From an optimization exercise on the open Yosys and OpenROAD flow, aimed at small area, a short achievable clock period and few clock cycles per item; shortcuts taken in it are not production practice. In this exercise RTL edits were held to simulation tests only and were not proved equivalent to the original. Power is estimated from default activity; no workload was simulated.

## flow/config.mk

```make
export PLATFORM = sky130hd
export DESIGN_NAME = pq_engine
export DESIGN_NICKNAME = pq_engine
export VERILOG_FILES = /design/flow/design.v
export SDC_FILE = /design/flow/constraint.sdc
export NUM_CORES = 4
export LEC_CHECK = 0
export CAP_MARGIN = 20
export CORE_MARGIN = 2
export CORE_UTILIZATION = 30
export SETUP_SLACK_MARGIN = 2.5
export SLEW_MARGIN = 20
```

## flow/constraint.sdc

```tcl
create_clock -name core_clock -period 5.5 [get_ports {clk}]
set_input_delay 1.1000 -clock core_clock [delete_from_list [all_inputs] [get_ports {clk}]]
set_output_delay 1.1000 -clock core_clock [all_outputs]
set_load 0.01 [all_outputs]
```

## flow/design.v

```verilog
module gf_mul64 (
    input  wire [63:0] a,
    input  wire [7:0]  c,
    output wire [63:0] p
);
  wire [63:0] m;                 
  assign m[0] = c[0];
  assign m[1] = c[1];
  assign m[2] = c[2];
  assign m[3] = c[3];
  assign m[4] = c[4];
  assign m[5] = c[5];
  assign m[6] = c[6];
  assign m[7] = c[7];
  assign m[8] = c[7];
  assign m[9] = c[0];
  assign m[10] = c[1] ^ c[7];
  assign m[11] = c[2] ^ c[7];
  assign m[12] = c[3] ^ c[7];
  assign m[13] = c[4];
  assign m[14] = c[5];
  assign m[15] = c[6];
  assign m[16] = c[6];
  assign m[17] = c[7];
  assign m[18] = c[0] ^ c[6];
  assign m[19] = c[1] ^ c[6] ^ c[7];
  assign m[20] = c[2] ^ c[6] ^ c[7];
  assign m[21] = c[3] ^ c[7];
  assign m[22] = c[4];
  assign m[23] = c[5];
  assign m[24] = c[5];
  assign m[25] = c[6];
  assign m[26] = c[5] ^ c[7];
  assign m[27] = c[0] ^ c[5] ^ c[6];
  assign m[28] = c[1] ^ c[5] ^ c[6] ^ c[7];
  assign m[29] = c[2] ^ c[6] ^ c[7];
  assign m[30] = c[3] ^ c[7];
  assign m[31] = c[4];
  assign m[32] = c[4];
  assign m[33] = c[5];
  assign m[34] = c[4] ^ c[6];
  assign m[35] = c[4] ^ c[5] ^ c[7];
  assign m[36] = c[0] ^ c[4] ^ c[5] ^ c[6];
  assign m[37] = c[1] ^ c[5] ^ c[6] ^ c[7];
  assign m[38] = c[2] ^ c[6] ^ c[7];
  assign m[39] = c[3] ^ c[7];
  assign m[40] = c[3] ^ c[7];
  assign m[41] = c[4];
  assign m[42] = c[3] ^ c[5] ^ c[7];
  assign m[43] = c[3] ^ c[4] ^ c[6] ^ c[7];
  assign m[44] = c[3] ^ c[4] ^ c[5];
  assign m[45] = c[0] ^ c[4] ^ c[5] ^ c[6];
  assign m[46] = c[1] ^ c[5] ^ c[6] ^ c[7];
  assign m[47] = c[2] ^ c[6] ^ c[7];
  assign m[48] = c[2] ^ c[6] ^ c[7];
  assign m[49] = c[3] ^ c[7];
  assign m[50] = c[2] ^ c[4] ^ c[6] ^ c[7];
  assign m[51] = c[2] ^ c[3] ^ c[5] ^ c[6];
  assign m[52] = c[2] ^ c[3] ^ c[4];
  assign m[53] = c[3] ^ c[4] ^ c[5];
  assign m[54] = c[0] ^ c[4] ^ c[5] ^ c[6];
  assign m[55] = c[1] ^ c[5] ^ c[6] ^ c[7];
  assign m[56] = c[1] ^ c[5] ^ c[6] ^ c[7];
  assign m[57] = c[2] ^ c[6] ^ c[7];
  assign m[58] = c[1] ^ c[3] ^ c[5] ^ c[6];
  assign m[59] = c[1] ^ c[2] ^ c[4] ^ c[5];
  assign m[60] = c[1] ^ c[2] ^ c[3] ^ c[7];
  assign m[61] = c[2] ^ c[3] ^ c[4];
  assign m[62] = c[3] ^ c[4] ^ c[5];
  assign m[63] = c[0] ^ c[4] ^ c[5] ^ c[6];
  genvar l, k;
  generate
    for (l = 0; l < 8; l = l + 1) begin : lane
      for (k = 0; k < 8; k = k + 1) begin : bt
        assign p[8*l+k] = ^({m[56+k], m[48+k], m[40+k], m[32+k],
                             m[24+k], m[16+k], m[8+k], m[k]} & a[8*l +: 8]);
      end
    end
  endgenerate
endmodule
module pq_gpow (
    input  wire [3:0] x,
    output reg  [7:0] gx,
    output reg  [7:0] gnx
);
  always @(*) begin
    case (x)
      4'd0: begin gx = 8'h01; gnx = 8'h01; end
      4'd1: begin gx = 8'h02; gnx = 8'h8E; end
      4'd2: begin gx = 8'h04; gnx = 8'h47; end
      4'd3: begin gx = 8'h08; gnx = 8'hAD; end
      4'd4: begin gx = 8'h10; gnx = 8'hD8; end
      4'd5: begin gx = 8'h20; gnx = 8'h6C; end
      4'd6: begin gx = 8'h40; gnx = 8'h36; end
      4'd7: begin gx = 8'h80; gnx = 8'h1B; end
      4'd8: begin gx = 8'h1D; gnx = 8'h83; end
      4'd9: begin gx = 8'h3A; gnx = 8'hCF; end
      4'd10: begin gx = 8'h74; gnx = 8'hE9; end
      4'd11: begin gx = 8'hE8; gnx = 8'hFA; end
      4'd12: begin gx = 8'hCD; gnx = 8'h7D; end
      4'd13: begin gx = 8'h87; gnx = 8'hB0; end
      4'd14: begin gx = 8'h13; gnx = 8'h58; end
      default: begin gx = 8'h26; gnx = 8'h2C; end
    endcase
  end
endmodule
module pq_k1 (
    input  wire [3:0] x,
    input  wire [3:0] y,
    output reg  [7:0] k
);
  always @(*) begin
    case (y - x)
      4'd0: k = 8'h00;
      4'd1: k = 8'hF4;
      4'd2: k = 8'hA7;
      4'd3: k = 8'h9D;
      4'd4: k = 8'h72;
      4'd5: k = 8'hED;
      4'd6: k = 8'h5F;
      4'd7: k = 8'h54;
      4'd8: k = 8'hA0;
      4'd9: k = 8'hA9;
      4'd10: k = 8'hFB;
      4'd11: k = 8'h74;
      4'd12: k = 8'h85;
      4'd13: k = 8'hE4;
      4'd14: k = 8'hC0;
      default: k = 8'h8A;
    endcase
  end
endmodule
module pq_rdd0 (
    input  wire [3:0] y,
    output reg  [7:0] r0,
    output reg  [7:0] c0
);
  always @(*) begin
    case (y)
      4'd0: begin r0 = 8'h00; c0 = 8'h00; end
      4'd1: begin r0 = 8'hF7; c0 = 8'h03; end
      4'd2: begin r0 = 8'h53; c0 = 8'hF4; end
      4'd3: begin r0 = 8'h27; c0 = 8'hBA; end
      4'd4: begin r0 = 8'hE4; c0 = 8'h96; end
      4'd5: begin r0 = 8'hC7; c0 = 8'h2A; end
      4'd6: begin r0 = 8'hBE; c0 = 8'hE1; end
      4'd7: begin r0 = 8'hA8; c0 = 8'hFC; end
      4'd8: begin r0 = 8'h5D; c0 = 8'hFD; end
      4'd9: begin r0 = 8'h4F; c0 = 8'hE6; end
      4'd10: begin r0 = 8'hEB; c0 = 8'h10; end
      4'd11: begin r0 = 8'hE8; c0 = 8'h9C; end
      4'd12: begin r0 = 8'h17; c0 = 8'h92; end
      4'd13: begin r0 = 8'hD5; c0 = 8'h31; end
      4'd14: begin r0 = 8'h9D; c0 = 8'h5D; end
      default: begin r0 = 8'h09; c0 = 8'h83; end
    endcase
  end
endmodule
module pq_engine (
    input  wire        clk,
    input  wire        rst,
    input  wire        cmd_valid,
    output wire        cmd_ready,
    input  wire [2:0]  cmd_op,
    input  wire [1:0]  cmd_width,    
    input  wire [3:0]  cmd_x,
    input  wire [3:0]  cmd_y,
    input  wire [7:0]  cmd_rows,     
    input  wire        in_valid,
    output wire        in_ready,
    input  wire [63:0] in_data,
    output reg         out_valid,
    input  wire        out_ready,
    output wire [63:0] out_a,
    output wire [63:0] out_b
);
  localparam OP_GEN = 3'd0;
  localparam OP_RDP = 3'd1;
  localparam OP_RDQ = 3'd2;
  localparam OP_RDD = 3'd3;
  localparam OP_RMW = 3'd4;
  localparam OP_CHK = 3'd5;
  function [7:0] xt;             
    input [7:0] v;
    xt = {v[6:0], 1'b0} ^ (v[7] ? 8'h1D : 8'h00);
  endfunction
  function [7:0] xi;             
    input [7:0] v;
    xi = {1'b0, v[7:1]} ^ (v[0] ? 8'h8E : 8'h00);
  endfunction
  reg        c_act;              
  reg [2:0]  c_op;
  reg [3:0]  c_x, c_y, c_dl, c_cnt;
  reg [7:0]  c_rows;             
  reg [1:0]  c_tl, c_p0;
  reg [7:0]  c_off, c_tq;        
  reg        c_fa;
  reg        first;              
  reg        last;               
  reg        ll;                 
  reg        upd;                
  reg [3:0]  dl;                 
  reg [1:0]  tix;                
  reg [3:0]  pos;                
  reg [7:0]  r;                  
  reg [7:0]  coef;               
  reg        ea;                 
  reg        rdy_free, rdy_wait;
  assign in_ready  = rdy_free || (rdy_wait && out_ready);
  assign cmd_ready = !c_act || (ll && in_valid);
  wire beat = in_valid && in_ready;
  wire take = cmd_valid && cmd_ready;
  wire [63:0] prod;
  gf_mul64 u_mul (.a(in_data), .c(coef), .p(prod));
  reg [63:0] acc_a, acc_b;
  assign out_a = acc_a;
  assign out_b = acc_b;
  wire keep = !(beat && first);
  always @(posedge clk) begin
    acc_a <= (acc_a & {64{keep}}) ^ (in_data & {64{beat & ea}})
           ^ (prod & {64{beat & c_fa}});
    acc_b <= (acc_b & {64{keep}}) ^ (prod & {64{beat}});
  end
  wire [7:0] i_gx, i_gnx, i_k1, i_dr0, i_dc0;
  pq_gpow u_gpow (.x(cmd_x), .gx(i_gx), .gnx(i_gnx));
  pq_k1   u_k1   (.x(cmd_x), .y(cmd_y), .k(i_k1));
  pq_rdd0 u_rdd0 (.y(cmd_y), .r0(i_dr0), .c0(i_dc0));
  wire [3:0] i_w  = (cmd_width == 2'd0) ? 4'd3 : (cmd_width == 2'd1) ? 4'd7 : 4'd15;
  wire       i_x0 = (cmd_x == 4'd0);
  reg  [3:0] i_dl;               
  reg  [1:0] i_tl;               
  reg  [7:0] i_off, i_tq, i_r0, i_c0;
  reg  [1:0] i_p0;
  always @(*) begin
    i_dl  = i_w;
    i_tl  = 2'd0;
    i_off = 8'h00;
    i_tq  = 8'h01;
    i_r0  = 8'h01;
    i_c0  = 8'h01;
    i_p0  = 2'd0;
    case (cmd_op)
      OP_RDP: begin
        i_dl  = i_w - 4'd1;
        i_off = 8'h01;
        i_tq  = i_gnx;
        i_r0  = i_x0 ? 8'h02 : i_gnx;
        i_c0  = i_x0 ? 8'h03 : (i_gnx ^ 8'h01);
        i_p0 = i_x0 ? 2'd1 : 2'd0;
      end
      OP_RDQ: begin
        i_dl  = i_w - 4'd1;
        i_off = i_gx;
        i_r0  = i_x0 ? 8'h02 : 8'h01;
        i_c0  = i_x0 ? 8'h03 : (i_gx ^ 8'h01);
        i_p0  = i_x0 ? 2'd1 : 2'd0;
      end
      OP_RDD: begin              
        i_dl  = i_w - 4'd2;
        i_tl  = 2'd1;
        i_off = i_k1;
        i_tq  = i_k1;
        i_r0  = i_x0 ? i_dr0 : i_k1;
        i_c0  = i_dc0;
        i_p0  = !i_x0 ? 2'd0 : (cmd_y == 4'd1) ? 2'd2 : 2'd1;
      end
      OP_RMW: begin
        i_tl  = 2'd3;
        i_off = i_gx;
        i_c0  = 8'h00;
      end
      OP_CHK: i_tl = 2'd1;
      default: ;
    endcase
  end
  wire       rec   = (c_op == OP_RDP) || (c_op == OP_RDQ) || (c_op == OP_RDD);
  wire [3:0] p1    = pos + 4'd1;
  wire [3:0] p2    = pos + 4'd2;
  wire       skip1 = (rec && p1 == c_x) || (c_op == OP_RDD && p1 == c_y);
  wire       skip2 = (c_op == OP_RDD && p2 == c_y);
  wire [7:0] r1    = xt(r);
  wire [7:0] r2    = xt(r1);
  wire [7:0] r3    = xt(r2);
  wire [3:0] pos_n = !skip1 ? p1 : skip2 ? pos + 4'd3 : p2;
  wire [7:0] r_n   = !skip1 ? r1 : skip2 ? r3 : r2;
  wire       d_n   = upd && (dl != 4'd0);        
  wire [1:0] t_n   = upd ? 2'd0 : tix + 2'd1;    
  wire       l_n   = d_n ? (dl == 4'd1 && c_op == OP_GEN) : (t_n == c_tl);
  reg [7:0] tr_coef;
  reg       tr_ea;
  always @(*) begin
    tr_coef = c_off;
    tr_ea   = 1'b1;
    case (c_op)
      OP_CHK: begin
        tr_coef = t_n[0] ? c_tq : 8'h00;
        tr_ea   = !t_n[0];
      end
      OP_RDP: begin
        tr_coef = c_tq;
        tr_ea   = 1'b0;
      end
      OP_RDD: begin
        tr_coef = t_n[0] ? c_tq : c_off;
        tr_ea   = !t_n[0];
      end
      OP_RMW: begin
        tr_coef = t_n[1] ? c_off : t_n[0] ? c_tq : 8'h00;
        tr_ea   = t_n[1] || !t_n[0];
      end
      default: ;
    endcase
  end
  wire       c_x0 = (c_x == 4'd0);
  reg  [7:0] c_r0;
  always @(*) begin
    case (c_op)
      OP_RDP:  c_r0 = c_x0 ? 8'h02 : c_tq;
      OP_RDQ:  c_r0 = c_x0 ? 8'h02 : 8'h01;
      OP_RDD:  c_r0 = !c_x0 ? c_tq : (c_y == 4'd1) ? xt(xt(c_tq)) : xt(c_tq);
      default: c_r0 = 8'h01;
    endcase
  end
  wire rowend = beat && last;
  wire c_done = rowend && (c_rows == 8'd0);
  wire again  = rowend && (c_rows != 8'd0);      
  wire act_n  = take || (c_act && !c_done);
  wire [3:0] cnt_n = take ? ((cmd_op == OP_RDD) ? cmd_x : 4'd0)
                          : (c_cnt != 4'd0) ? c_cnt - 4'd1 : 4'd0;
  wire first_n = take || again || (first && !beat);
  wire ov_n    = rowend || (out_valid && !out_ready);
  always @(posedge clk) begin
    if (rst) begin
      c_act     <= 1'b0;
      out_valid <= 1'b0;
      rdy_free  <= 1'b0;
      rdy_wait  <= 1'b0;
      ll        <= 1'b0;
    end else begin
      c_act     <= act_n;
      out_valid <= ov_n;
      c_cnt     <= cnt_n;
      rdy_free  <= act_n && (cnt_n == 4'd0) && (!first_n || !ov_n);
      rdy_wait  <= act_n && (cnt_n == 4'd0) && first_n && ov_n;
      if (take) begin
        c_op   <= cmd_op;
        c_x    <= cmd_x;
        c_y    <= cmd_y;
        c_dl   <= i_dl;
        c_tl   <= i_tl;
        c_rows <= cmd_rows;
        c_off  <= i_off;
        c_tq   <= i_tq;
        c_p0   <= i_p0;
        c_fa   <= (cmd_op == OP_RDP) || (cmd_op == OP_RDD);
      end else begin
        if (rowend) c_rows <= c_rows - 8'd1;
        if (c_cnt != 4'd0) c_tq <= xi(c_tq);
      end
      if (take) begin
        first <= 1'b1;
        last  <= 1'b0;
        ll    <= 1'b0;
        upd   <= (cmd_op != OP_RMW);
        dl    <= i_dl;
        tix   <= 2'd0;
        pos   <= {2'b00, i_p0};
        r     <= i_r0;
        coef  <= i_c0;
        ea    <= 1'b1;
      end else if (c_cnt != 4'd0) begin
        r     <= xi(r);
        coef  <= xi(r) ^ c_off;
      end else if (again) begin
        first <= 1'b1;
        last  <= 1'b0;
        ll    <= 1'b0;
        upd   <= (c_op != OP_RMW);
        dl    <= c_dl;
        tix   <= 2'd0;
        pos   <= {2'b00, c_p0};
        r     <= c_r0;
        coef  <= (c_op == OP_RMW) ? 8'h00 : c_r0 ^ c_off;
        ea    <= 1'b1;
      end else if (beat) begin
        first <= 1'b0;
        last  <= l_n;
        ll    <= l_n && (c_rows == 8'd0);
        upd   <= d_n;
        dl    <= dl - 4'd1;
        tix   <= t_n;
        pos   <= pos_n;
        r     <= r_n;
        if (d_n) begin
          coef <= r_n ^ c_off;
          ea   <= 1'b1;
        end else begin
          coef <= tr_coef;
          ea   <= tr_ea;
        end
      end
    end
  end
endmodule
```

## flow/run.sh

```bash
#!/bin/bash
# synth_recipe.tcl (not shown) runs the flow's synth.tcl, then flattens the netlist and writes it again
# the make line also repeats each setting of config.mk as NAME=value (left out here)
make -C /OpenROAD-flow-scripts/flow DESIGN_CONFIG=/design/flow/config.mk WORK_HOME=/design/flow/orfs CLKGATE_MAP_FILE= SYNTH_SCRIPT=/design/flow/synth_recipe.tcl finish
```

==> flow_summary_export.csv, run 1 <==
group,metric,value,unit
final_layout,final_cell_mix,"819 x nand2_1, 497 x xnor2_1, 209 x clkdlybuf4s50_1",
setup_path,worstPathArrival,3.32,ns
cts,cts_tree,"yes",
sta,hold_viol,0,
cts,cts-hold-fix-buffers,0,
floorplan,die_h,261.2,microns
final_layout,final_common_cell,"nand2_1",
power,p_int,0.006316,W
setup_path,crit_path_start_kind,"input port",
placed_design,postPlaceCellArea,0.02282,sq mm
routing,dr_total_vias,18410,
hold_path,hp-class,"reg -> reg",
power,power_frac_comb,0.612,
status,status,"timing/DRC/antenna clean",
sta,finalMaxSlewViolations,0,
setup_path,cp-end-kind,"register",
sta,max_freq,333.0,MHz
power,peakVddDrop,259.0,uV
setup_path,reg2reg_from,"pos[1]",
global_routing,antenna_found_initial,4,
setup_path,path_class,"in -> reg",
routing,first_pass_iters,5,
final_layout,final_net_count,2938,
synth,syn_inst,2697,
synth,synth-simple-area-share,0.2264,
setup_path,cp_data_required_time,5.82,ns
cts,numCtsBuffers,27,
global_routing,grt_pass1_vias,17090,
hold_path,min_to,"acc_b[63]",
synth,syn_area,0.01985,sq mm
placed_design,globalplace.congestion,0.9099,
sta,finalSetupViolations,0,
cts,clock_sinks,211,
setup_path,cp_slowest_cell,"clkdlybuf4s50_1",
cts,htreeDepth,1,
setup_path,cp_slowest_stage_delay,0.55,ns
synth,synthMuxAreaShare,0.02263,
routing,first_iter_violations,1462,
setup_path,r2r_end,"coef[2]",
synth,synth_edf_count,78,
synth,synthDistinctLibCells,76,
floorplan,core-area,0.06563,sq mm
sta,fin_skew,0.02178,ns
cts,root_buffer,"clkbuf_16",
final_layout,design_area,0.02452,sq mm
cts,clkTransAtPathRegs,0.06,ns
sta,fin_crit_sh,0.5460,
floorplan,floorplan.die_area,0.06825,sq mm
setup_path,worst_path_dominant_cell_family,"compound AO/OA/AOI/OAI gates",
setup_path,r2r_slack,2.51,ns
synth,ys_seq_area_frac,0.2521,
hold_path,holdCritStartpoint,"acc_b[63]",
synth,synthAdderAreaFrac,0.01740,
routing,post-route-drc-count,0,
cts,cts_buffer_depth,3,
routing,routed_via_density,4.966,
synth,synth_top_family_by_area,"XOR/XNOR gates",
power,p_seq_frac,0.227,
global_routing,grt_start_max_net_pins,60,
synth,ys_ff_latch,211,
sta,tightest_slew,1.024,ns
sta,rsz0062_at_grt,"true",
final_layout,area_growth,23.52,%
power,total_power,0.01104,W
floorplan,start_util,0.3025,
synth,synth_area_per_cell,7.361,sq um
sta,tns,0,ns
placed_design,dp_hpwl,50800,microns
synth,ys.flop_type,"dfxtp_1",
power,p_sw,0.004719,W
hold_path,hold_depth,2,
synth,yosys_warnings,4,
global_routing,grt_pass1_wl,104700,microns
routing,wl,69490,microns
floorplan,fp.dieW,261.2,microns
placed_design,io_buffers,220,
setup_path,rr_worst_depth,10,
synth,synth_compound_area_frac,0.1097,
job,drv_cap,0,
sta,max-slew-margin-rel,0.3175,
power,power.density,450.0,mW/mm^2
setup_path,cp_max_fo,25,
power,cellLeakagePower,8.920,nW
floorplan,rows,94,
setup_path,crit_chain,"clkdlybuf4s50_1 > buf_6 > nor2_2 > a21o_1 > a21oi_1 > a211oi_1 > o21a_1 > a2111o_1 > a2111oi_2 > nor3_1",
power,p_clk_frac,0.160,
cts,clk_latency,0.59,ns
routing,antenna_left,0,
global_routing,grt_overflow,0,
global_routing,globalRouteTotalUtil,0.1967,
synth,async_flop_share,0,
power,power_switching_share,0.4276,
floorplan,num_io_pins,221,
sta,period_minus_slack,3.003,ns
final_layout,post_route_cells_drive_above_1_share,0.09184,
routing,wire_per_inst,18.75,microns
synth,synth_xor_area_frac,0.3197,
setup_path,cp_num_buf_inv,2,
synth,synth_nets,2814,
## synth_stat cells, types with 5 or more instances
master,instances,area [sq um]
o21a_1,6,45.04
o22ai_1,21,131.4
xor2_1,182,1594
nand2b_1,11,68.82
inv_1,38,142.6
nor3b_1,8,60.06
a22o_1,5,43.79
clkbuf_1,143,536.8
nor2_1,158,593.1
buf_1,28,105.1
and2_1,9,56.30
xnor2_1,516,4519
a22oi_1,16,120.1
nor3_1,22,110.1
nand2_1,825,3097
o311ai_0,5,43.79
ha_1,26,325.3
o221ai_1,6,52.55
nand3_1,22,110.1
a31oi_1,14,87.58
mux2_2,19,214.0
a21oi_1,91,455.4
a21o_1,12,90.09
buf_4,5,37.54
a221o_1,5,50.05
edfxtp_1,78,2342
mux2i_1,19,190.2
buf_2,33,165.2
dfxtp_1,133,2663
o211ai_1,15,112.6
and3_1,7,43.79
o31a_1,5,43.79
or3_1,10,62.56
o21ai_0,103,515.5
nor4_1,5,31.28
nor2b_1,12,75.07
a211oi_1,7,52.55
## area by class of cell
type                       instances  area, sq um
fill                            6874        41110
multi-input combinational       2236        14490
sequential                       211         5005
timing repair buffer             307         2922
tap                              864         1081
clock buffer                      42        802.0
inverter                          38        160.2
clock inverter                     8        62.56
antenna                            1        2.502
## worst reg2reg max path, delay by kind of cell (launching register included)
| kind | cells | cell delay (ns) |
|---|---|---|
| buf+inv | 1 | 0.16 |
| fa+ha+maj | 1 | 0.24 |
| compound gates | 2 | 0.40 |
| xor+xnor | 1 | 0.19 |
| mux | 1 | 0.14 |
| flops | 1 | 0.50 |
| simple gates | 4 | 1.09 |
## registers in the layout (all words and copies together), names as in the netlist, 8 cells and up
| signal | flops |
|---|---|
| r | 8 |
| acc_b | 64 |
| coef | 8 |
| c_rows | 8 |
| c_tq | 8 |
| c_off | 8 |
| acc_a | 64 |
## what timing repair did
action / CTS / global route
buffers inserted: 32 / 10
gates resized for setup: 83 / 39
hold endpoints to repair: 0 / 0
setup endpoints to repair: 206 / 92
pin swaps: 16 / 12
gates cloned: 2 / 0
## worst max path at each step
stage                  start  endpoint  depth (start not counted)
floorplan           cmd_x[2]  c_off[0]                         10
global placement    cmd_y[1]      r[1]                         10
detailed placement  cmd_y[1]      r[1]                         10
CTS                   pos[1]   coef[2]                          9
global route          pos[1]   coef[2]                         10
finish              cmd_y[2]   coef[5]                         10
## metrics by stage
| step | std cells | util | hold slack, ns | worst slack [ns] |
|---|---|---|---|---|
| floorplan | 2697 | - | 0.4904 | 2.248 |
| global placement | 3612 | 0.3478 | 0.4573 | 1.250 |
| detailed placement | 3612 | 0.3478 | 0.4639 | 1.232 |
| CTS | 3696 | 0.3699 | 0.4726 | 2.499 |
| global route | 3706 | 0.3736 | 0.4875 | 2.409 |
| finish | 3707 | 0.3736 | 0.4673 | 2.497 |
## cells by family after synthesis
kind of cell	Yosys count
and+or+nand+nor	1108
xor gates and xnor gates	709
AOI/OAI and AO/OA	351
buffers and inverters	251
DFF	211
muxes	40
adders and majority gates	27
## power by group through the flow
stage / clock network (W) / registers, W / logic, W
floorplan: 0 / 0.00266 / 0.00421
global placement: 0 / 0.00256 / 0.00650
global route: 0.00187 / 0.00258 / 0.00732
finish: 0.00177 / 0.00251 / 0.00676
CTS: 0.00181 / 0.00251 / 0.00677
detailed placement: 0 / 0.00257 / 0.00656
## per-layer routing
layer,vias up,track usage,part of all wire
li1,8914,-,-
met4,6,0.05997,0.032
met1,8729,0.2489,0.42
met3,128,0.03029,0.064
met5,-,0,0.00052
met2,632,0.3430,0.48
Testbench counts, summed over its fixed seeds: cycles 23,337, rows 2,762.
==> run 2, diff against run 1 <==
--- a/flow/config.mk
+++ b/flow/config.mk
@@ -8,5 +8,5 @@
 export CAP_MARGIN = 20
 export CORE_MARGIN = 2
 export CORE_UTILIZATION = 30
-export SETUP_SLACK_MARGIN = 2.5
+export SETUP_SLACK_MARGIN = 3.0
 export SLEW_MARGIN = 20
==> run 2 against run 1 <==
Compared with the run above:
- worst hold slack worse by 0.0038 ns
- final cell count is 5.9% higher
- first-iteration DRC count is 59% higher
- core utilization is 8.4 points higher
- synthesized area stayed put
- register-to-register slack worse by 0.15 ns
- largest cell class unchanged
==> flow_summary_export.csv, run 2 <==
group,metric,value,unit
synth,synth_area_leaders,"xnor2_1 23%, nand2_1 16%, dfxtp_1 13%",
floorplan,rows,94,
sta,max-slew-margin-rel,0.3693,
global_routing,globalRouteTotalUtil,0.2337,
routing,wl,87920,microns
final_layout,area_growth,51.27,%
routing,first_pass_iters,6,
power,peakVddDrop,236.5,uV
final_layout,reg_top3,"acc_a x64, acc_b x64",
synth,ys_seq_area_frac,0.2521,
job,drv_cap,0,
sta,tns,0,ns
global_routing,grt_start_max_net_pins,51,
setup_path,cp_max_fo,9,
cts,cts-hold-fix-buffers,0,
cts,cts_buffer_depth,3,
setup_path,cp_data_required_time,5.95,ns
cts,clk_latency,0.57,ns
synth,synth_edf_count,78,
cts,numCtsBuffers,26,
final_layout,final_cell_mix,"707 x nand2_1, 350 x xnor2_1, 159 x dlygate4sd2_1",
sta,period_minus_slack,3.230,ns
cts,root_buffer,"clkbuf_16",
setup_path,path_class,"in -> reg",
global_routing,grt_overflow,0,
sta,hold_viol,0,
status,status,"timing/DRC/antenna clean",
floorplan,fp.dieW,261.2,microns
cts,clkTransAtPathRegs,0.06,ns
sta,tightest_slew,0.9461,ns
sta,fin_skew,0.01066,ns
power,cellLeakagePower,12.25,nW
synth,yosys.area.top_type,"xnor2_1",
power,power.density,483.5,mW/mm^2
global_routing,grt_pass1_wl,122400,microns
synth,ys.flop_type,"dfxtp_1",
sta,finalSetupViolations,0,
synth,async_flop_share,0,
final_layout,final_common_cell,"nand2_1",
synth,synth_area_per_cell,7.361,sq um
cts,htreeDepth,1,
routing,first_iter_violations,2318,
setup_path,cp-end-kind,"register",
synth,synthDistinctLibCells,76,
synth,yosysMostFrequentCell,"nand2_1",
final_layout,final_core_util,0.4576,
floorplan,floorplan.die_area,0.06825,sq mm
routing,dr_total_vias,20990,
placed_design,globalplace.congestion,0.9324,
final_layout,final_net_count,3153,
synth,syn_inst,2697,
floorplan,die_h,261.2,microns
floorplan,core-area,0.06563,sq mm
synth,synth_nets,2814,
floorplan,start_util,0.3025,
synth,yosys-top-cells-count,"825 x nand2_1, 516 x xnor2_1, 182 x xor2_1",
cts,clock_sinks,211,
sta,rsz0062_at_grt,"true",
setup_path,crit_path_start_kind,"input port",
placed_design,postPlaceCellArea,0.02293,sq mm
cts,cts_tree,"yes",
final_layout,design_area,0.03003,sq mm
synth,syn_area,0.01985,sq mm
synth,yosysTopAreaCellShare,0.2277,
sta,fin_crit_sh,0.5873,
global_routing,grt_pass1_vias,19720,
floorplan,num_io_pins,221,
sta,finalMaxSlewViolations,0,
setup_path,worstPathArrival,3.68,ns
sta,max_freq,309.6,MHz
synth,ys_ff_latch,211,
final_layout,post_route_cells_drive_above_1_share,0.2798,
global_routing,antenna_found_initial,11,
routing,routed_via_density,5.348,
routing,wire_per_inst,22.41,microns
placed_design,dp_hpwl,50560,microns
synth,yosys_warnings,4,
routing,antenna_left,0,
placed_design,io_buffers,220,
routing,post-route-drc-count,0,
hold_path,hp-class,"reg -> reg",
==> run 2: cell counts after synthesis <==
No cell type changed its count.
==> run 2: metal layers <==
metal  track usage  up-vias  routed length, microns
li1              -     9352                       -
met1        0.2714     9880                   31170
met2        0.4028     1311                   41510
met3       0.05372      434                    8734
met4        0.1174       10                    6446
met5             0        -                      63
==> run 2: what timing repair did <==
action / 4_1_cts / 5_1_grt
setup endpoints to repair: 381 / 187
gates resized for setup: 673 / 363
cloned: 24 / 1
pin swaps: 342 / 316
buffers inserted: 194 / 46
==> run 2: logic make-up after synthesis <==
group                    Yosys count  synth area share
adder cells (fa/ha/maj)           27           0.01740
AO/OA/AOI/OAI                    351            0.1097
buffers and inverters            251           0.05200
flip-flops                       211            0.2521
XOR/XNOR                         709            0.3197
AND/OR/NAND/NOR                 1108            0.2264
multiplexers                      40           0.02263
==> run 2: final timing paths <==
check               from        end  slack (ns)  depth (start not counted)
min reg2reg     acc_b[7]   acc_b[7]        0.46                          2
max reg2reg      coef[7]  acc_a[50]        2.36                         13
min             acc_b[7]   acc_b[7]        0.46                          2
max          in_data[51]  acc_a[50]        2.27                          8
==> run 2: final cells by class <==
cell class / count / area [sq um]
fill: 6037 / 35600
tap: 864 / 1081
multi-input combinational: 2243 / 17480
clock buffer: 36 / 749.5
timing repair buffer: 516 / 5368
sequential: 211 / 5005
inverter: 38 / 173.9
clock inverter: 12 / 161.4
antenna: 4 / 10.01
==> run 2: stage by stage <==
step | setup slack (ns) | hold slack [ns] | cells | total power, W
after CTS | 2.570 | 0.4718 | 3873 | 0.01304
after floorplan | 2.329 | 0.4916 | 2697 | 0.006900
after global placement | 1.154 | 0.4583 | 3607 | 0.009125
final | 2.270 | 0.4635 | 3924 | 0.01452
after detailed placement | 1.143 | 0.4609 | 3607 | 0.009178
after global routing | 2.277 | 0.4844 | 3922 | 0.01515
==> run 2: worst max-delay path: stages <==
cell           delay (ns)
dlygate4sd2_1        0.68
nand2_1              0.45
xnor2_2              0.57
xnor2_2              0.17
xnor2_2              0.19
xnor2_2              0.27
nor2_1               0.09
xnor2_1              0.15
==> run 2: power breakdown <==
| part | internal, W | switching [W] |
|---|---|---|
| registers | 0.00216 | 0.000328 |
| logic | 0.00491 | 0.00526 |
| clock network | 0.00113 | 0.000725 |
==> run 3, diff against run 2 <==
==> flow/flow/run.sh (new file) <==
#!/bin/bash
# Standard layout, with the port buffers made from buf_2 instead of the
# default delay buffers.
export BUFFER_PORTS_ARGS="-buffer_cell sky130_fd_sc_hd__buf_2"
bash standard.sh > standard.log 2>&1
==> flow/standard.sh (new file) <==
#!/bin/bash
# synth_recipe.tcl (not shown) runs the flow's synth.tcl, then flattens the netlist and writes it again
# the make line also repeats each setting of config.mk as NAME=value (left out here)
make -C /OpenROAD-flow-scripts/flow DESIGN_CONFIG=/design/flow/config.mk WORK_HOME=/design/flow/orfs CLKGATE_MAP_FILE= SYNTH_SCRIPT=/design/flow/synth_recipe.tcl "${@:-finish}"
--- a/flow/config.mk
+++ b/flow/config.mk
@@ -7,6 +7,7 @@
 export LEC_CHECK = 0
 export CAP_MARGIN = 20
 export CORE_MARGIN = 2
-export CORE_UTILIZATION = 30
-export SETUP_SLACK_MARGIN = 3.0
+export CORE_UTILIZATION = 45
+export CTS_BUF_LIST = sky130_fd_sc_hd__clkbuf_8
+export SETUP_SLACK_MARGIN = 2.5
 export SLEW_MARGIN = 20
removed: flow/run.sh
==> run 3 against run 2 <==
Compared with the run above:
- clock power is 18% lower
- cell area is 24% lower
- combinational power is 39% lower
- highest routed layer unchanged
- die area is 33% lower
- worst setup slack better by 0.27 ns
- first-iteration DRC count is 40% lower
- via count is 10% lower
- final cell count is 12% lower
- sequential power is 2% higher
- still clean
- largest cell class unchanged
- clock skew is 0.015 ns higher
==> flow_summary_export.csv, run 3 <==
group,metric,value,unit
status,status,"timing/DRC/antenna clean",
power,p_clk_frac,0.149,
cts,clock_sinks,211,
synth,yosys.area.top_type,"xnor2_1",
floorplan,core-area,0.04327,sq mm
synth,syn_inst,2697,
routing,wl,68910,microns
placed_design,io_buffers,220,
final_layout,finalNonFillerCells,3438,
routing,routed_via_density,5.471,
synth,yosys_warnings,4,
placed_design,dp_hpwl,49520,microns
setup_path,cp-end-kind,"register",
sta,rsz0062_at_grt,"true",
sta,tightest_slew,1.200,ns
synth,yosysMostFrequentCell,"nand2_1",
cts,numCtsBuffers,41,
final_layout,final_net_count,2936,
sta,finalMaxSlewViolations,0,
power,cellLeakagePower,8.939,nW
synth,synth_area_leaders,"xnor2_1 23%, nand2_1 16%, dfxtp_1 13%",
global_routing,grt_pass1_wl,106000,microns
synth,synth_nets,2814,
cts,htreeDepth,2,
placed_design,globalplace.congestion,0.9606,
synth,ys_ff_latch,211,
global_routing,grt_start_max_net_pins,65,
setup_path,cp_max_fo,5,
cts,cts-hold-fix-buffers,0,
sta,fin_crit_sh,0.5386,
synth,yosys-top-cells-count,"825 x nand2_1, 516 x xnor2_1, 182 x xor2_1",
floorplan,num_io_pins,221,
synth,synth_xor_area_frac,0.3197,
power,p_sw,0.004654,W
setup_path,path_class,"reg -> reg",
synth,ys_seq_area_frac,0.2521,
synth,synth-simple-area-share,0.2264,
placed_design,dp_slack,1.505,ns
job,drv_cap,0,
floorplan,start_util,0.4588,
synth,synthDistinctLibCells,76,
final_layout,post_route_cells_drive_above_1_share,0.1649,
sta,max-slew-margin-rel,0.2001,
sta,tns,0,ns
synth,synth_compound_area_frac,0.1097,
cts,cts_buffer_depth,3,
hold_path,hp-class,"reg -> reg",
routing,first_iter_violations,1391,
global_routing,grt_pass1_vias,18310,
sta,finalSetupViolations,0,
global_routing,grt_overflow,0,
sta,fin_ws,2.538,ns
synth,synthAdderAreaFrac,0.01740,
synth,async_flop_share,0,
floorplan,fp.dieW,214.0,microns
global_routing,antenna_found_initial,5,
final_layout,final_cell_mix,"819 x nand2_1, 493 x xnor2_1, 215 x buf_2",
synth,synthMuxAreaShare,0.02263,
placed_design,dpl.cell_count,3318,
cts,cts_tree,"yes",
setup_path,cp_data_required_time,5.86,ns
power,power.density,450.2,mW/mm^2
sta,fin_hold_ws,0.4641,ns
synth,yosysTopAreaCellShare,0.2277,
synth,ys.flop_type,"dfxtp_1",
setup_path,worstPathArrival,3.33,ns
cts,clk_latency,0.62,ns
routing,dr_total_vias,18810,
final_layout,area_growth,15.10,%
routing,antenna_left,0,
power,power_frac_comb,0.606,
power,peakVddDrop,209.1,uV
synth,synth_top_family_by_area,"XOR/XNOR gates",
sta,period_minus_slack,2.962,ns
final_layout,reg_top3,"acc_a x64, acc_b x64",
final_layout,final_common_cell,"nand2_1",
global_routing,globalRouteTotalUtil,0.2931,
floorplan,die_h,214.0,microns
cts,clkTransAtPathRegs,0.06,ns
sta,max_freq,337.6,MHz
floorplan,floorplan.die_area,0.04581,sq mm
synth,syn_area,0.01985,sq mm
routing,post-route-drc-count,0,
synth,synth_area_per_cell,7.361,sq um
sta,fin_skew,0.02589,ns
floorplan,rows,76,
power,p_int,0.005632,W
synth,synth_edf_count,78,
power,p_seq_frac,0.245,
power,power_switching_share,0.4525,
sta,hold_viol,0,
setup_path,crit_path_start_kind,"register",
routing,wire_per_inst,20.04,microns
routing,first_pass_iters,7,
cts,root_buffer,"clkbuf_8",
[run 3: final cells by class]
cell class	count	area, sq um
fillers	4243	20420
multi-input cells	2238	14510
flip-flops and latches	211	5005
repair buffers	289	1672
well taps	585	732.0
clock buffers	46	633.1
inverters	38	158.9
clock inverters	29	130.1
diodes	2	5.005
[run 3: worst max-delay path, stage by stage, from the launching register on]
cell and delay, ns:
edfxtp_1 0.50, inv_2 0.15, ha_4 0.25, xor2_4 0.19
nor4_4 0.35, a22oi_2 0.23, buf_4 0.19, o21ai_4 0.14
o21bai_1 0.08, a221o_1 0.30, a221o_1 0.32
[run 3: worst paths after layout]
path                            startpoint  endpoint  slack, ns  cells after the start
worst min register to register    acc_b[5]  acc_b[5]       0.46                      2
worst min-delay path              acc_b[5]  acc_b[5]       0.46                      2
worst max-delay path                pos[1]   coef[7]       2.54                     10
worst max register to register      pos[1]   coef[7]       2.54                     10
[run 3: layer usage]
| layer | vias up | wire length [microns] | track usage |
|---|---|---|---|
| met1 | 8989 | 25980 | 0.3289 |
| met5 | - | 42 | 0 |
| met2 | 680 | 34530 | 0.5229 |
| met3 | 225 | 4169 | 0.04695 |
| met4 | 6 | 4187 | 0.1741 |
| li1 | 8910 | - | - |
[run 3: timing repair]
action / 4_1_cts / 5_1_grt
buffers inserted: 26 / 14
gates cloned: 2 / 1
hold endpoints to repair: 0 / 0
setup endpoints to repair: 147 / 81
pin swaps: 10 / 16
resized for setup: 30 / 52
[run 3: power groups by stage]
stage	sequential, W	clock, W	combinational (W)
global route	0.00258	0.00163	0.00675
detailed placement	0.00257	0	0.00595
floorplan	0.00266	0	0.00421
global placement	0.00255	0	0.00586
finish	0.00252	0.00153	0.00624
CTS	0.00252	0.00156	0.00613
[run 3: kinds of logic after synthesis]
logic type,after synthesis
AND/OR/NAND/NOR,1108
XOR/XNOR,709
AO/OA/AOI/OAI,351
buffers and inverters,251
flip-flops,211
multiplexers,40
adder cells (fa/ha/maj),27
[run 3: metrics by stage]
step / utilization / cell area [sq um] / power (W)
6_report: 0.5281 / 22850 / 0.01029
5_1_grt: 0.5281 / 22850 / 0.01097
4_1_cts: 0.5186 / 22440 / 0.01022
3_5_place_dp: 0.4912 / 21250 / 0.008518
3_3_place_gp: 0.4912 / 21250 / 0.008417
2_1_floorplan: - / 20050 / 0.006878
==> run 4, diff against run 3 <==
--- a/flow/config.mk
+++ b/flow/config.mk
@@ -7,7 +7,7 @@
 export LEC_CHECK = 0
 export CAP_MARGIN = 20
 export CORE_MARGIN = 2
-export CORE_UTILIZATION = 45
+export CORE_UTILIZATION = 60
 export CTS_BUF_LIST = sky130_fd_sc_hd__clkbuf_8
 export SETUP_SLACK_MARGIN = 2.5
 export SLEW_MARGIN = 20
==> run 4 against run 3 <==
Compared with the run above:
- worst hold slack worse by 0.00095 ns
- non-clock buffer count increased by 14
- critical endpoint is now coef[2]
- global-route usage rose by 8.6 points
- critical path depth is 1 higher
==> flow_summary_export.csv, run 4 <==
group,metric,value,unit
power,p_sw,0.004575,W
synth,synthDistinctLibCells,76,
hold_path,hp-class,"reg -> reg",
setup_path,path_class,"reg -> reg",
synth,synth_area_per_cell,7.361,sq um
power,power.density,452.4,mW/mm^2
global_routing,grt_pass1_vias,18680,
synth,ys.flop_type,"dfxtp_1",
power,p_clk_frac,0.154,
routing,antenna_left,0,
synth,synthMuxAreaShare,0.02263,
placed_design,dp_hpwl,47750,microns
final_layout,final_net_count,2946,
routing,dr_total_vias,19350,
synth,ys_seq_area_frac,0.2521,
sta,fin_skew,0.02747,ns
cts,clock_sinks,211,
sta,max-slew-margin-rel,0.3449,
power,cellLeakagePower,8.938,nW
synth,synthAdderAreaFrac,0.01740,
floorplan,start_util,0.6101,
placed_design,globalplace.congestion,1.005,
global_routing,globalRouteTotalUtil,0.3796,
floorplan,rows,66,
final_layout,multiInputGateArea,0.01438,sq mm
final_layout,fill_cells,2848,
cts,numCtsBuffers,39,
floorplan,floorplan.die_area,0.03456,sq mm
synth,yosys-top-cells-count,"825 x nand2_1, 516 x xnor2_1, 182 x xor2_1",
job,drv_cap,0,
final_layout,finalNonFillerCells,3300,
synth,synth_edf_count,78,
routing,post-route-drc-count,0,
synth,yosysMostFrequentCell,"nand2_1",
routing,wl,66450,microns
sta,period_minus_slack,2.974,ns
final_layout,final_cell_mix,"820 x nand2_1, 504 x xnor2_1, 215 x buf_2",
synth,async_flop_share,0,
power,p_seq_frac,0.245,
sta,max_freq,336.2,MHz
sta,tns,0,ns
synth,synth_xor_area_frac,0.3197,
global_routing,grt_pass1_wl,101500,microns
routing,first_iter_violations,1738,
global_routing,grt_overflow,0,
power,peakVddDrop,222.1,uV
routing,routed_via_density,5.864,
placed_design,io_buffers,220,
setup_path,r2r_slack,2.53,ns
synth,syn_area,0.01985,sq mm
sta,finalSetupViolations,0,
synth,synth_area_leaders,"xnor2_1 23%, nand2_1 16%, dfxtp_1 13%",
cts,root_buffer,"clkbuf_8",
cts,clk_latency,0.61,ns
synth,yosysTopAreaCellShare,0.2277,
floorplan,fp.dieW,185.9,microns
final_layout,seq_area,0.005005,sq mm
sta,rsz0062_at_grt,"true",
setup_path,cp_data_required_time,5.86,ns
final_layout,final_common_cell,"nand2_1",
final_layout,reg_top3,"acc_a x64, acc_b x64",
global_routing,antenna_found_initial,0,
power,p_int,0.005686,W
synth,synth_compound_area_frac,0.1097,
power,power_switching_share,0.4459,
routing,first_pass_iters,6,
global_routing,grt_start_max_net_pins,100,
setup_path,crit_path_start_kind,"register",
synth,synth_top_family_by_area,"XOR/XNOR gates",
synth,ys_ff_latch,211,
power,power_frac_comb,0.601,
setup_path,worstPathArrival,3.33,ns
sta,fin_crit_sh,0.5408,
cts,cts_buffer_depth,3,
setup_path,cp-end-kind,"register",
sta,finalMaxSlewViolations,0,
synth,yosys.area.top_type,"xnor2_1",
synth,yosys_warnings,4,
sta,hold_viol,0,
routing,wire_per_inst,20.14,microns
floorplan,core-area,0.03254,sq mm
synth,synth-simple-area-share,0.2264,
synth,synth_nets,2814,
cts,clkTransAtPathRegs,0.06,ns
sta,tightest_slew,0.9804,ns
floorplan,num_io_pins,221,
final_layout,post_route_cells_drive_above_1_share,0.1659,
setup_path,cp_max_fo,6,
final_layout,area_growth,14.25,%
status,status,"timing/DRC/antenna clean",
synth,syn_inst,2697,
placed_design,dpl.cell_count,3178,
floorplan,die_h,185.9,microns
cts,htreeDepth,2,
cts,cts_tree,"yes",
run 4: cell count changes in the layout (fill, tap and decap cells not counted), sizes merged, moves of 4 or more:
cell and change:
inv -7, clkbuf +6, buf +12, clkinv -4
run 4: final timing paths:
check | from | to | cells past startpoint
worst max-delay path | pos[1] | coef[2] | 11
worst min-delay path | acc_b[54] | acc_b[54] | 2
worst max register to register | pos[1] | coef[2] | 11
worst min register to register | acc_b[54] | acc_b[54] | 2
run 4: area by class of cell:
class | instances | area share
antenna | 1 | 0.0001103
timing repair buffer | 303 | 0.07872
inverter | 38 | 0.007116
clock buffer | 50 | 0.03034
clock inverter | 19 | 0.004799
sequential | 211 | 0.2207
tap | 442 | 0.02438
multi-input combinational | 2236 | 0.6339
run 4: worst max-delay path: stages, from the launching register on:
cell and delay [ns]:
edfxtp_1 0.43, buf_6 0.15, inv_4 0.07, ha_4 0.22
xor2_2 0.19, nor4_4 0.42, a22o_4 0.26, nor3b_2 0.06
or4_4 0.54, mux2i_1 0.14, o211ai_1 0.18, nand2_1 0.07
run 4: kinds of logic after synthesis:
group	Yosys count
AOI/OAI and AO/OA	351
xor gates and xnor gates	709
adders and majority gates	27
buffers and inverters	251
DFF	211
muxes	40
and+or+nand+nor	1108
run 4: stage by stage:
step / util / area [sq um] / setup WS, ns / power (W) / hold WS, ns
floorplan: - / 20050 / 2.248 / 0.006878 / 0.4904
global placement: 0.6487 / 21110 / 1.815 / 0.008338 / 0.4549
detailed placement: 0.6487 / 21110 / 1.765 / 0.008477 / 0.4613
CTS: 0.6852 / 22290 / 2.511 / 0.01018 / 0.4691
global route: 0.6970 / 22680 / 2.367 / 0.01093 / 0.4809
finish: 0.6971 / 22680 / 2.526 / 0.01026 / 0.4632
run 4: layer usage:
| layer | track usage | vias up | wire, microns |
|---|---|---|---|
| met2 | 0.6723 | 997 | 32460 |
| met4 | 0.2687 | 0 | 5506 |
| met1 | 0.4097 | 9091 | 23700 |
| met5 | 0 | - | 0 |
| li1 | - | 8925 | - |
| met3 | 0.06515 | 337 | 4784 |
run 4: timing repair:
item,4_1_cts,5_1_grt
hold buffers,0,0
pin swaps,10,17
resized for setup,21,44
gates cloned,1,0
buffers inserted,29,22
endpoints found under the setup margin,147,59
run 4: power groups by stage:
| stage | registers, W | logic (W) | clock network [W] |
|---|---|---|---|
| 2_1_floorplan | 0.00266 | 0.00421 | 0 |
| 3_3_place_gp | 0.00256 | 0.00578 | 0 |
| 3_5_place_dp | 0.00258 | 0.00590 | 0 |
| 4_1_cts | 0.00251 | 0.00607 | 0.00160 |
| 5_1_grt | 0.00257 | 0.00669 | 0.00166 |
| 6_report | 0.00251 | 0.00617 | 0.00158 |
==> run 5, diff against run 4 <==
--- a/flow/config.mk
+++ b/flow/config.mk
@@ -7,7 +7,7 @@
 export LEC_CHECK = 0
 export CAP_MARGIN = 20
 export CORE_MARGIN = 2
-export CORE_UTILIZATION = 60
+export CORE_UTILIZATION = 45
 export CTS_BUF_LIST = sky130_fd_sc_hd__clkbuf_8
-export SETUP_SLACK_MARGIN = 2.5
+export SETUP_SLACK_MARGIN = 2.75
 export SLEW_MARGIN = 20
==> run 5 against run 4 <==
Compared with the run above:
- worst setup slack gained 0.067 ns
- register-to-register slack gained 0.07 ns
- clock power grew 3%
- clock skew grew 0.00052 ns
- synthesized cell count is the same
- sequential power is essentially flat
- final cell count grew 5.4%
- maximum frequency grew 2.3%
- die area grew 33%
- clock-buffer cell count shrank 3
- critical path type unchanged
- largest power group unchanged
- highest routed layer is now met5
==> flow_summary_export.csv, run 5 <==
group,metric,value,unit
synth,ys_seq_area_frac,0.2521,
synth,async_flop_share,0,
routing,post-route-drc-count,0,
cts,cts-hold-fix-buffers,0,
setup_path,r2r_end,"coef[2]",
cts,cts_tree,"yes",
final_layout,reg_top3,"acc_a x64, acc_b x64",
placed_design,dp_slack,1.784,ns
placed_design,postPlaceCellArea,0.02135,sq mm
sta,tns,0,ns
cts,cts_buffer_depth,3,
setup_path,crit_path_start_kind,"register",
global_routing,grt_overflow,0,
floorplan,floorplan.die_area,0.04581,sq mm
hold_path,hold_depth,2,
floorplan,num_io_pins,221,
synth,syn_inst,2697,
sta,rsz0062_at_grt,"true",
setup_path,path_class,"reg -> reg",
synth,synthDistinctLibCells,76,
routing,first_iter_violations,1413,
cts,htreeDepth,2,
routing,dr_total_vias,19190,
sta,max-slew-margin-rel,0.3690,
final_layout,final_cell_mix,"817 x nand2_1, 487 x xnor2_1, 210 x buf_2",
routing,wl,71400,microns
status,status,"timing/DRC/antenna clean",
synth,synth_edf_count,78,
final_layout,post_route_cells_drive_above_1_share,0.1894,
hold_path,holdCritStartpoint,"acc_b[6]",
sta,max_freq,344.0,MHz
cts,clk_latency,0.62,ns
synth,synth_area_leaders,"xnor2_1 23%, nand2_1 16%, dfxtp_1 13%",
placed_design,globalplace.congestion,0.9238,
cts,root_buffer,"clkbuf_8",
global_routing,grt_pass1_wl,107400,microns
global_routing,globalRouteTotalUtil,0.2972,
global_routing,grt_pass1_vias,18540,
sta,hold_viol,0,
placed_design,dpl.cell_count,3317,
cts,clkTransAtPathRegs,0.08,ns
setup_path,reg2reg_from,"pos[1]",
final_layout,area_growth,20.00,%
setup_path,worstPathArrival,3.28,ns
setup_path,cp-end-kind,"register",
final_layout,final_net_count,2980,
placed_design,io_buffers,220,
sta,fin_ws,2.593,ns
synth,yosysTopAreaCellShare,0.2277,
routing,routed_via_density,5.516,
global_routing,grt_start_max_net_pins,79,
hold_path,hp-class,"reg -> reg",
synth,synth_nets,2814,
floorplan,start_util,0.4588,
setup_path,r2r_slack,2.59,ns
synth,yosys_warnings,4,
setup_path,crit_path_start,"pos[1]",
hold_path,min_to,"acc_b[6]",
sta,period_minus_slack,2.907,ns
job,drv_cap,0,
sta,finalSetupViolations,0,
setup_path,cp_max_fo,6,
sta,tightest_slew,0.9455,ns
sta,fin_skew,0.02799,ns
floorplan,die_h,214.0,microns
power,total_power,0.01080,W
sta,finalMaxSlewViolations,0,
setup_path,cp_data_required_time,5.87,ns
power,cellLeakagePower,9.304,nW
final_layout,final_common_cell,"nand2_1",
synth,ys_ff_latch,211,
synth,yosys.area.top_type,"xnor2_1",
final_layout,finalNonFillerCells,3479,
setup_path,rr_worst_depth,10,
cts,clock_sinks,211,
floorplan,fp.dieW,214.0,microns
synth,syn_area,0.01985,sq mm
synth,ys.flop_type,"dfxtp_1",
synth,yosysMostFrequentCell,"nand2_1",
sta,fin_crit_sh,0.5286,
synth,synth_area_per_cell,7.361,sq um
floorplan,rows,76,
synth,yosys-top-cells-count,"825 x nand2_1, 516 x xnor2_1, 182 x xor2_1",
power,peakVddDrop,218.1,uV
cts,numCtsBuffers,40,
global_routing,antenna_found_initial,6,
routing,antenna_left,0,
routing,first_pass_iters,5,
final_layout,design_area,0.02382,sq mm
power,power.density,453.5,mW/mm^2
placed_design,dp_hpwl,50000,microns
floorplan,core-area,0.04327,sq mm
routing,wire_per_inst,20.52,microns
run 5: worst max path at each step:
stage | end | cells after the start
floorplan | r[4] | 11
global placement | acc_a[21] | 9
detailed placement | coef[5] | 10
CTS | coef[2] | 10
global route | coef[2] | 8
finish | coef[2] | 10
run 5: critical path: stages (launching register included):
cell,delay [ns]
edfxtp_1,0.48
buf_6,0.16
ha_4,0.17
xor3_1,0.22
nor4_4,0.39
a22o_4,0.27
nor3b_2,0.07
or4_4,0.52
mux2i_1,0.14
o211ai_1,0.15
nand2_1,0.10
run 5: where the power goes:
| part | internal [W] | leakage [nW] | switching, W | total (W) |
|---|---|---|---|---|
| Combinational | 0.00296 | 7.00 | 0.00370 | 0.00666 |
| Clock | 0.000874 | 0.455 | 0.000757 | 0.00163 |
| Sequential | 0.00216 | 1.85 | 0.000355 | 0.00251 |
| Total | 0.00599 | 9.30 | 0.00481 | 0.0108 |
run 5: cells by family (layout without fill, tap and decap cells):
kind of cell | Yosys count | after routing | synth area share
muxes | 40 | 40 | 0.02263
xor gates and xnor gates | 709 | 711 | 0.3197
AOI/OAI and AO/OA | 351 | 351 | 0.1097
DFF | 211 | 211 | 0.2521
adders and majority gates | 27 | 27 | 0.01740
and+or+nand+nor | 1108 | 1110 | 0.2264
buffers and inverters | 251 | 443 | 0.05200
other | 0 | 1 | 0
run 5: metal layers:
layer  vias to the layer above  routed length, microns  GRT usage
li1                       9005                       -          -
met1                      9109                   26880     0.3320
met2                       783                   35400     0.5289
met3                       284                    4337    0.05135
met4                        10                    4717     0.1772
met5                         -                      69          0
run 5: area by class of cell:
class / count / area [sq um]
clock buffers: 47 / 646.9
diodes: 1 / 2.502
clock inverters: 25 / 165.2
flip-flops and latches: 211 / 5005
fillers: 4083 / 19440
well taps: 585 / 732.0
repair buffers: 333 / 2240
multi-input cells: 2239 / 14870
inverters: 38 / 160.2
run 5: what timing repair did:
item	4_1_cts	5_1_grt
pin swaps	24	51
cloned	3	3
setup buffers	50	33
gates resized for setup	82	70
endpoints found under the setup margin	163	154
run 5: per-stage QoR:
stage / util / hold WS, ns
2_1_floorplan: - / 0.4904
3_3_place_gp: 0.4934 / 0.4558
3_5_place_dp: 0.4936 / 0.4619
4_1_cts: 0.5342 / 0.4691
5_1_grt: 0.5506 / 0.4846
6_report: 0.5506 / 0.4667
==> run 6, diff against run 5 <==
--- a/flow/config.mk
+++ b/flow/config.mk
@@ -7,7 +7,6 @@
 export LEC_CHECK = 0
 export CAP_MARGIN = 20
 export CORE_MARGIN = 2
-export CORE_UTILIZATION = 45
-export CTS_BUF_LIST = sky130_fd_sc_hd__clkbuf_8
-export SETUP_SLACK_MARGIN = 2.75
+export CORE_UTILIZATION = 30
+export SETUP_SLACK_MARGIN = 2.5
 export SLEW_MARGIN = 20
==> run 6 against run 5 <==
Compared with the run above:
- global-route usage down 10 points
- still clean
- first-iteration DRC count up 11%
- clock skew fell by 0.018 ns
- register-to-register slack worse by 0.09 ns
- maximum frequency fell by 3.8%
- synthesized area unchanged
- core utilization fell by 20 points
- synthesized cell count unchanged
- die area rose by 49%
- total power fell by 4.3%
- worst hold slack worse by 0.0019 ns
- cell area is 2.3% lower
- highest routed layer unchanged
==> flow_summary_export.csv, run 6 <==
group,metric,value,unit
final_layout,fill_cells,6939,
cts,root_buffer,"clkbuf_16",
setup_path,crit_chain,"buf_6 > clkinvlp_4 > buf_4 > ha_1 > inv_1 > mux4_2 > nand2_1 > o31a_1 > nor2_1 > o21ai_0 > nand3_1",
global_routing,globalRouteTotalUtil,0.1941,
cts,htreeDepth,1,
power,power_switching_share,0.4435,
power,power_frac_comb,0.609,
final_layout,area_growth,17.30,%
final_layout,final_net_count,2933,
job,drv_cap,0,
setup_path,cp_num_buf_inv,4,
setup_path,cp-end-kind,"register",
floorplan,start_util,0.3025,
sta,tightest_slew,1.095,ns
setup_path,crit_path_start_kind,"input port",
routing,routed_via_density,4.956,
setup_path,worst_path_dominant_cell_family,"compound AO/OA/AOI/OAI gates",
sta,fin_ws,2.478,ns
final_layout,post_route_cells_drive_above_1_share,0.1632,
cts,clkTransAtPathRegs,0.06,ns
sta,finalSetupViolations,0,
placed_design,dp_slack,1.546,ns
cts,cts_tree,"yes",
synth,synthMuxAreaShare,0.02263,
final_layout,reg_top3,"acc_a x64, acc_b x64",
power,peakVddDrop,251.1,uV
power,cellLeakagePower,8.893,nW
synth,ys.flop_type,"dfxtp_1",
global_routing,grt_overflow,0,
synth,synth_compound_area_frac,0.1097,
routing,first_iter_violations,1568,
final_layout,final_common_cell,"nand2_1",
synth,syn_area,0.01985,sq mm
routing,dr_total_vias,18330,
power,p_sw,0.004583,W
hold_path,hp-class,"reg -> reg",
power,p_seq_frac,0.241,
final_layout,final_cell_mix,"821 x nand2_1, 497 x xnor2_1, 215 x buf_2",
sta,rsz0062_at_grt,"true",
synth,synth_xor_area_frac,0.3197,
global_routing,grt_pass1_vias,16980,
synth,yosys.area.top_type,"xnor2_1",
routing,wire_per_inst,18.48,microns
sta,hold_viol,0,
sta,fin_crit_sh,0.5494,
cts,clock_sinks,211,
placed_design,io_buffers,220,
setup_path,cp_data_required_time,5.76,ns
synth,yosys-top-cells-count,"825 x nand2_1, 516 x xnor2_1, 182 x xor2_1",
sta,period_minus_slack,3.022,ns
routing,antenna_left,0,
routing,wl,68320,microns
setup_path,worstPathArrival,3.29,ns
setup_path,path_class,"in -> reg",
synth,synthAdderAreaFrac,0.01740,
status,status,"timing/DRC/antenna clean",
synth,synth_edf_count,78,
power,p_int,0.005751,W
synth,synth-simple-area-share,0.2264,
placed_design,dp_hpwl,49970,microns
cts,cts_buffer_depth,3,
cts,numCtsBuffers,25,
synth,yosys_warnings,4,
final_layout,seq_area,0.005005,sq mm
synth,async_flop_share,0,
routing,post-route-drc-count,0,
floorplan,core-area,0.06563,sq mm
placed_design,globalplace.congestion,0.9113,
power,p_clk_frac,0.150,
synth,ys_seq_area_frac,0.2521,
cts,clk_latency,0.55,ns
sta,max-slew-margin-rel,0.2702,
sta,fin_skew,0.01022,ns
sta,finalMaxSlewViolations,0,
synth,synth_area_per_cell,7.361,sq um
sta,max_freq,331.0,MHz
routing,first_pass_iters,6,
synth,ys_ff_latch,211,
setup_path,cp_slowest_stage_delay,0.47,ns
final_layout,multiInputGateArea,0.01446,sq mm
global_routing,grt_start_max_net_pins,83,
floorplan,fp.dieW,261.2,microns
setup_path,cp_slowest_cell,"mux4_2",
floorplan,die_h,261.2,microns
floorplan,floorplan.die_area,0.06825,sq mm
synth,synth_top_family_by_area,"XOR/XNOR gates",
synth,yosysTopAreaCellShare,0.2277,
sta,tns,0,ns
floorplan,rows,94,
floorplan,num_io_pins,221,
setup_path,cp_max_fo,8,
power,power.density,443.8,mW/mm^2
synth,synth_nets,2814,
synth,syn_inst,2697,
synth,yosysMostFrequentCell,"nand2_1",
synth,synthDistinctLibCells,76,
synth,synth_area_leaders,"xnor2_1 23%, nand2_1 16%, dfxtp_1 13%",
global_routing,antenna_found_initial,7,
global_routing,grt_pass1_wl,103500,microns
run 6: cell counts after synthesis:
No cell type changed its count.
run 6: tightest hold or removal path, stage by stage (launching register included):
cell and delay (ns):
dfxtp_1 0.30, nand2_1 0.06, xnor2_1 0.05
run 6: kinds of logic (layout without fill, tap and decap cells):
kind of cell	after synthesis	in the layout
AOI/OAI and AO/OA	351	351
xor gates and xnor gates	709	710
adders and majority gates	27	27
buffers and inverters	251	383
DFF	211	211
muxes	40	40
other	0	3
and+or+nand+nor	1108	1109
run 6: routing by layer:
layer  track usage  vias up  wire length, microns  part of all wire
met5             0        -                    61           0.00089
met4       0.05524       10                  1904             0.028
met3       0.03571      123                  4774             0.070
met2        0.3363      664                 33300              0.49
met1        0.2454     8623                 28290              0.41
li1              -     8909                     -                 -
run 6: power groups by stage:
| stage | clock network (W) | registers, W | logic [W] |
|---|---|---|---|
| finish | 0.00155 | 0.00250 | 0.00629 |
| global route | 0.00164 | 0.00256 | 0.00688 |
| CTS | 0.00159 | 0.00250 | 0.00621 |
| detailed placement | 0 | 0.00255 | 0.00604 |
| global placement | 0 | 0.00255 | 0.00599 |
| floorplan | 0 | 0.00266 | 0.00421 |
run 6: final timing paths:
kind | start | end | slack (ns) | depth (start not counted)
worst min-delay path | acc_b[63] | acc_b[63] | 0.46 | 2
worst max register to register | pos[1] | coef[2] | 2.50 | 9
worst max-delay path | cmd_y[0] | coef[3] | 2.48 | 11
worst min register to register | acc_b[63] | acc_b[63] | 0.46 | 2
run 6: final cells by class:
cell class,instances,area share
multi-input cells,2237,0.6211
flip-flops and latches,211,0.2149
repair buffers,303,0.07904
well taps,864,0.04642
clock buffers,37,0.03009
inverters,38,0.006878
clock inverters,5,0.001182
diodes,3,0.0003224
run 6: repair_timing:
action | CTS | global route
resized for setup | 31 | 55
endpoints found under the hold margin | 0 | 0
pin swaps | 8 | 21
hold buffers | 0 | 0
gates cloned | 1 | 1
buffers inserted | 30 | 20
setup endpoints to repair | 133 | 108
run 6: metrics by stage:
stage	total power [W]	area [sq um]	util	hold slack, ns	instances
2_1_floorplan	0.006878	20050	-	0.4904	2697
3_3_place_gp	0.008533	21620	0.3294	0.4557	3600
3_5_place_dp	0.008593	21620	0.3294	0.4631	3601
4_1_cts	0.01031	22820	0.3477	0.4692	3674
5_1_grt	0.01107	23280	0.3547	0.4837	3695
6_report	0.01033	23290	0.3548	0.4648	3698

## static timing again, ports no longer ideal
The flow's constraints put no driver on any port. The routed layouts listed below were extracted and timed again, unchanged, in two steps.
Step 1: set_driving_cell puts a clkbuf_16 on clk and a buf_2 on each other input, an assumption about the parent block.
Step 2 adds t to the input delays and takes it off the output delays; t is the mean of the earliest and latest rising clock arrival at the registers after step 1. Input paths then give back, and output paths get back, about the clock's delay inside the block.
Slacks: ideal ports / drivers / drivers and shift; pairs: ideal ports / drivers.
run | shift t [ns] | setup WS [ns] | slew at the worst register clock pin (ns)
run 1 | 0.639 | 2.497 / 2.513 / 1.894 | 0.06 / 0.06
run 2 | 0.621 | 2.270 / 2.298 / 1.677 | 0.07 / 0.07
run 3 | 0.667 | 2.538 / 2.538 / 1.945 | 0.07 / 0.07
run 4 | 0.647 | 2.526 / 2.526 / 1.922 | 0.07 / 0.07
run 5 | 0.664 | 2.593 / 2.593 / 2.055 | 0.08 / 0.08
run 6 | 0.600 | 2.478 / 2.495 / 1.900 | 0.06 / 0.06
After both steps every run listed still meets setup and hold. The setup slack of run 4, which loses most, moves by 0.000 ns with the drivers and by -0.604 ns with both steps.
